Context: an optimization exercise on an open-source flow, tuned for small area and a short achievable clock period. The choices shown serve that exercise and are no tape-out recipe.
Only simulation tests tie the RTL to the original design; equivalence was not proved.
No activity file was given, so power comes from the tool's default toggle rates.

trial 85:
==> flow/design.v (excerpt) <==
module hbm_line_codec (
  input  wire         clk,
  input  wire         rst,            
  input  wire         in_valid,
  input  wire         in_write,       
  input  wire [5:0]   in_mask,        
  input  wire [32:0]  in_addr,        
  input  wire [255:0] in_line,        
  input  wire [215:0] in_wdata,       
  output reg          out_valid,
  output reg  [1:0]   out_class,      
  output wire         out_status,     
  output wire [5:0]   out_word_err,   
  output wire [215:0] out_data,       
  output reg          out_wb,         
  output wire [255:0] out_line        
);
==> flow/config.mk <==
export PLATFORM = sky130hd
export DESIGN_NAME = hbm_line_codec
export DESIGN_NICKNAME = hbm_line_codec
export VERILOG_FILES = /design/flow/design.v
export SDC_FILE = /design/flow/constraint.sdc
export NUM_CORES = 4
export LEC_CHECK = 0
export CAP_MARGIN = 20
export CORE_AREA = 4 4 246 246
export DIE_AREA = 0 0 250 250
export SETUP_SLACK_MARGIN = 5
export SLEW_MARGIN = 20
==> flow/constraint.sdc <==
create_clock -name core_clock -period 10.0 [get_ports {clk}]
set_input_delay 2.0000 -clock core_clock [delete_from_list [all_inputs] [get_ports {clk}]]
set_output_delay 2.0000 -clock core_clock [all_outputs]
set_load 0.01 [all_outputs]
standard.sh (not shown) runs the stock make flow with config.mk's settings and CLKGATE_MAP_FILE= SYNTH_SCRIPT=/design/flow/synth_recipe.tcl, a recipe that flattens the netlist after the stock synthesis.
==> flow/flow/run.sh <==
#!/bin/bash
# Layout flow: the standard flow, with the smallest buffer on the ports,
# the pins one routing track apart, a lighter clock tree, and timing repair
# aimed at a setup slack of 5.3 ns.
# Each ORFS step writes its full log under orfs/logs/; make's own output goes
# to standard.log.
set -euo pipefail
bash standard.sh BUFFER_PORTS_ARGS="-buffer_cell sky130_fd_sc_hd__buf_1" \
  SETUP_SLACK_MARGIN=5.3 PLACE_PINS_ARGS="-min_distance 1 -min_distance_in_tracks" \
  CTS_ARGS="-sink_clustering_enable -repair_clock_nets -dont_use_dummy_load -buf_list {sky130_fd_sc_hd__clkbuf_4} -sink_clustering_size 10 -sink_clustering_max_diameter 40" \
  finish > standard.log 2>&1
Trial 85 closes out successfully: all stages finished, all timing, DRC and antenna checks passed.
Input-level comparison between build 84 and trial 85:
Settings: swapping 0 0 250 250 for 0 0 350 350 in DIE_AREA; swapping 4 4 246 246 for 4 4 346 346 in CORE_AREA.
==> flow/flow/run.sh <==
#!/bin/bash
# Layout flow: the standard flow, with the smallest buffer on the ports
# and timing repair aimed at a setup slack of 6.5 ns.
# Each ORFS step writes its full log under orfs/logs/; make's own output goes
# to standard.log.
set -euo pipefail
bash standard.sh BUFFER_PORTS_ARGS="-buffer_cell sky130_fd_sc_hd__buf_1" \
  SETUP_SLACK_MARGIN=6.5 finish > standard.log 2>&1
--- outcome ---
Reported for build 84 and trial 85, number of inverters outside the clock class in the layout turned out identical to the last digit.
Build 84 ended up with out_line[67] as its endpoint of the worst setup timing path; trial 85 ended up with out_data[110].
Leakage power: lower on trial 85
The lower clock share of power of build 84 and trial 85 is in trial 85.
Comparing build 84 and trial 85, the lower data-path buffer share of cell area in the final layout is on trial 85.
Relative to trial 85, post-route clock period utilization has gone down in build 84.
Cmp build 84 and trial 85 / met3 wire length / lower: trial 85
Build 84 against trial 85: final design instance area without fill +65%, utilization -9.0 points, register fraction of the total cell area -8.0 points.
Looking at area growth from synthesis to final layout, build 84 sits 77 points higher than trial 85 does.

main:
Another version of the RTL of hbm_line_codec (not shown whole).
Size in the first run: roughly 2900 cells after synthesis, ~240 flip-flops, about 1000 I/O pins, about 0.024 sq mm of cells after synthesis.
Settings: LEC_CHECK=0, CAP_MARGIN=20, CORE_AREA=4 4 346 346, DIE_AREA=0 0 350 350, SLEW_MARGIN=20; clock period 10.0 ns.
run.sh (not shown) runs the stock make flow with config.mk's settings and CLKGATE_MAP_FILE= SYNTH_SCRIPT=/design/flow/synth_recipe.tcl, a recipe that flattens the netlist after the stock synthesis.
Stock flow here: none of the scripts above is used.
Inputs modified between main and the feature branch:
- CORE_UTILIZATION newly set to 40
- DIE_AREA removed (was 0 0 350 350)
- CORE_MARGIN newly set to 2
- CORE_AREA removed (was 4 4 346 346)
### Flow results
- The feature branch did not make it past 3_2_place_iop, where a tool error ended it.
- main: full flow OK, the timing, design-rule and antenna checks passed
- Diff the feature branch..main | post-synthesis area per instance | unchanged
- The feature branch and main ended up with nearly the same number of enable-type register cells in the synthesized netlist.
- Total number of placement rows, the feature branch and main: higher on main

== pepper ==
hbm_line_codec with an RTL version that a note above also has.
Size: about 2500 cells after synthesis, about 290 flip-flops, roughly 1000 I/O pins.
clock: 10.0 ns
lec_check: 0
cap_margin: 20
core_area: 4 4 246 246
die_area: 0 0 250 250
setup_slack_margin: 5
slew_margin: 20
standard.sh (not shown) runs the stock make flow with config.mk's settings and CLKGATE_MAP_FILE= SYNTH_SCRIPT=/design/flow/synth_recipe.tcl, a recipe that flattens the netlist after the stock synthesis.
==> flow/flow/run.sh <==
#!/bin/bash
# Layout flow: the standard flow, with the smallest buffer on the ports
# and the pins one routing track apart.
# Each ORFS step writes its full log under orfs/logs/; make's own output goes
# to standard.log.
set -euo pipefail
bash standard.sh BUFFER_PORTS_ARGS="-buffer_cell sky130_fd_sc_hd__buf_1" \
  SETUP_SLACK_MARGIN=5.6 PLACE_PINS_ARGS="-min_distance 1 -min_distance_in_tracks" finish > standard.log 2>&1
Input-level comparison between indigo and pepper:
==> flow/flow/run.sh <==
#!/bin/bash
# Layout flow: the standard flow, with the smallest buffer on the ports,
# the pins one routing track apart, a lighter clock tree, and timing repair
# aimed at a setup slack of 5.3 ns.
# Each ORFS step writes its full log under orfs/logs/; make's own output goes
# to standard.log.
set -euo pipefail
bash standard.sh BUFFER_PORTS_ARGS="-buffer_cell sky130_fd_sc_hd__buf_1" \
  SETUP_SLACK_MARGIN=5.45 PLACE_PINS_ARGS="-min_distance 1 -min_distance_in_tracks" \
  CTS_ARGS="-sink_clustering_enable -repair_clock_nets -dont_use_dummy_load -buf_list {sky130_fd_sc_hd__clkbuf_8} -sink_clustering_size 16 -sink_clustering_max_diameter 60" \
  finish > standard.log 2>&1
Notes after the runs:
- The flow did not stop early for indigo: all stages ran, and the layout cleared the timing, design-rule and antenna checks.
- Compared with pepper, in indigo leakage power decreased 0.61 nW; worst ir drop on vdd decreased about 24%; total of plain and repair buffers excluding clock buffers now sits lower.
- indigo does worse than pepper on first-pass GRT wire length.
- Critical path class: reg -> out -> indigo, in -> reg -> pepper
- indigo ended up with fewer standard cells than pepper.
- Delta (indigo minus pepper): smallest setup slack after layout went down by 0.038 ns, sequential power was more or less identical.
- indigo vs. pepper: time the final worst path needs with I/O delays and setup climbed 0.038 ns, total via count after detailed routing dropped 116.
The following lists how raven was set up differently from indigo:
==> flow/flow/run.sh <==
#!/bin/bash
# Layout flow: the standard flow, with the smallest buffer on the ports.
# Each ORFS step writes its full log under orfs/logs/; make's own output goes
# to standard.log.
set -euo pipefail
bash standard.sh BUFFER_PORTS_ARGS="-buffer_cell sky130_fd_sc_hd__buf_1" finish > standard.log 2>&1
diff --git a/flow/config.mk b/flow/config.mk
--- a/flow/config.mk
+++ b/flow/config.mk
@@ -9,2 +9,2 @@
-export CORE_AREA = 4 4 246 246
-export DIE_AREA = 0 0 250 250
+export CORE_AREA = 4 4 346 346
+export DIE_AREA = 0 0 350 350
### Flow results
When raven is set beside indigo, its count of inserted antenna diode cells turns out to be 9 smaller.
First-pass detailed-route iteration total delta for raven relative to indigo: 2 lower
in_write as the launching element of the worst setup path was reported by raven, and r_unc by indigo.
Re sum of negative setup slack: no difference whatsoever between raven and indigo.
Changes in willow relative to raven:
==> flow/flow/run.sh <==
#!/bin/bash
# Layout flow: the standard flow, with the smallest buffer on the ports,
# the pins one routing track apart, a lighter clock tree, and timing repair
# aimed at a setup slack of 5.3 ns.
# Each ORFS step writes its full log under orfs/logs/; make's own output goes
# to standard.log.
set -euo pipefail
bash standard.sh BUFFER_PORTS_ARGS="-buffer_cell sky130_fd_sc_hd__buf_1" \
  SETUP_SLACK_MARGIN=5.3 PLACE_PINS_ARGS="-min_distance 1 -min_distance_in_tracks" \
  CTS_ARGS="-sink_clustering_enable -repair_clock_nets -dont_use_dummy_load -buf_list {sky130_fd_sc_hd__clkbuf_8} -sink_clustering_size 16 -sink_clustering_max_diameter 60" \
  finish > standard.log 2>&1
diff --git a/flow/config.mk b/flow/config.mk
--- a/flow/config.mk
+++ b/flow/config.mk
@@ -9,2 +9,3 @@
-export CORE_AREA = 4 4 346 346
-export DIE_AREA = 0 0 350 350
+export CORE_AREA = 4 4 246 246
+export DIE_AREA = 0 0 250 250
+export PLACE_DENSITY = 0.8
Findings:
Compared with raven, willow improves post-route standard cell area excluding fillers. Of raven and willow, willow shows the higher first-iteration DRC count, with raven below it. From raven to willow the numbers moved as follows: TritonCTS buffer count decreased 14%; remaining max-slew budget at the tightest pin increased 4.1 points; area of the mapped netlist essentially unchanged.
Input changes introduced in cedar (baseline for comparison: willow):
==> flow/flow/run.sh <==
#!/bin/bash
# Layout flow: the standard flow, with the smallest buffer on the ports
# and the pins one routing track apart.
# Each ORFS step writes its full log under orfs/logs/; make's own output goes
# to standard.log.
set -euo pipefail
bash standard.sh BUFFER_PORTS_ARGS="-buffer_cell sky130_fd_sc_hd__buf_1" \
  PLACE_PINS_ARGS="-min_distance 1 -min_distance_in_tracks" finish > standard.log 2>&1
diff --git a/flow/config.mk b/flow/config.mk
--- a/flow/config.mk
+++ b/flow/config.mk
@@ -9,3 +9,3 @@
-export CORE_AREA = 4 4 246 246
-export DIE_AREA = 0 0 250 250
-export PLACE_DENSITY = 0.8
+export CORE_AREA = 4 4 216 216
+export DIE_AREA = 0 0 220 220
+export PLACE_DENSITY = 0.7
Notes after the runs:
When cedar is set beside willow, its number of fill cells in the layout turns out to be 29% smaller. cedar against willow: instance area at placement saw a decrease, part of the total power dissipated in the clock network saw an increase, part of the power in combinational logic saw a decrease, minimum clock period after layout saw an increase. cedar against willow: fraction of met2 tracks used by global routing moved up; final worst slack now sits lower; highest clock rate shrank by 3.3%.
Edits applied to the flow inputs when going from cedar to garnet:
==> flow/flow/run.sh <==
#!/bin/bash
# Layout flow: the standard flow, with the smallest buffer on the ports,
# the pins one routing track apart, a lighter clock tree, and timing repair
# aimed at a setup slack of 5.3 ns.
# Each ORFS step writes its full log under orfs/logs/; make's own output goes
# to standard.log.
set -euo pipefail
bash standard.sh BUFFER_PORTS_ARGS="-buffer_cell sky130_fd_sc_hd__buf_1" \
  SETUP_SLACK_MARGIN=5.3 PLACE_PINS_ARGS="-min_distance 1 -min_distance_in_tracks" \
  CTS_ARGS="-sink_clustering_enable -repair_clock_nets -dont_use_dummy_load -buf_list {sky130_fd_sc_hd__clkbuf_8} -sink_clustering_size 16 -sink_clustering_max_diameter 60" \
  finish > standard.log 2>&1
diff --git a/flow/config.mk b/flow/config.mk
--- a/flow/config.mk
+++ b/flow/config.mk
@@ -9,3 +9,2 @@
-export CORE_AREA = 4 4 216 216
-export DIE_AREA = 0 0 220 220
-export PLACE_DENSITY = 0.7
+export CORE_AREA = 4 4 246 246
+export DIE_AREA = 0 0 250 250
### Flow results
- garnet finished all stages; the layout is clean.
- garnet vs cedar — area overhead of the layout relative to synthesis dropped 0.80 points.
- garnet vs. cedar: hold slack went down by 0.048 ns; buffer count from post-CTS setup fixing increased 11; met3 layer wire length in the routed design higher.

[port drivers added, routing unchanged]
How much do the figures lean on ideal ports? The routed layouts below were timed once more, with nothing changed but the port constraints. Step 1 assumes that a clkbuf_16 drives the clock port and a buf_2 every other input. Step 2 also shifts input and output timing later by t, the mid clock arrival at the registers, as if the neighbouring blocks saw the same clock. a / b / c = ideal / step 1 / step 2; a / b = the first two.
| run | t (ns) | setup WS [ns] | worst register clock-pin slew, ns | cell pins on the clock port's net |
|---|---|---|---|---|
| trial 85 | 0.858 | 5.369 / 5.309 / 4.630 | 0.11 / 0.11 | 1 |
| build 84 | 0.651 | 5.393 / 5.323 / 4.794 | 0.06 / 0.06 | 1 |
| main | 0.625 | 2.905 / 2.942 / 2.317 | 0.07 / 0.07 | 1 |
| pepper | 0.609 | 5.462 / 5.484 / 4.875 | 0.06 / 0.06 | 1 |
| indigo | 0.627 | 5.423 / 5.366 / 4.897 | 0.11 / 0.11 | 1 |
| raven | 0.671 | 5.005 / 4.960 / 4.376 | 0.07 / 0.07 | 1 |
| willow | 0.631 | 5.200 / 5.144 / 4.749 | 0.11 / 0.11 | 1 |
| cedar | 0.594 | 5.038 / 4.983 / 4.566 | 0.07 / 0.07 | 1 |
| garnet | 0.645 | 5.334 / 5.276 / 4.776 | 0.10 / 0.10 | 1 |
After both steps every run listed still meets setup and hold. For trial 85, which loses most, drivers alone change the setup slack by -0.060 ns; drivers and shift together by -0.739 ns.
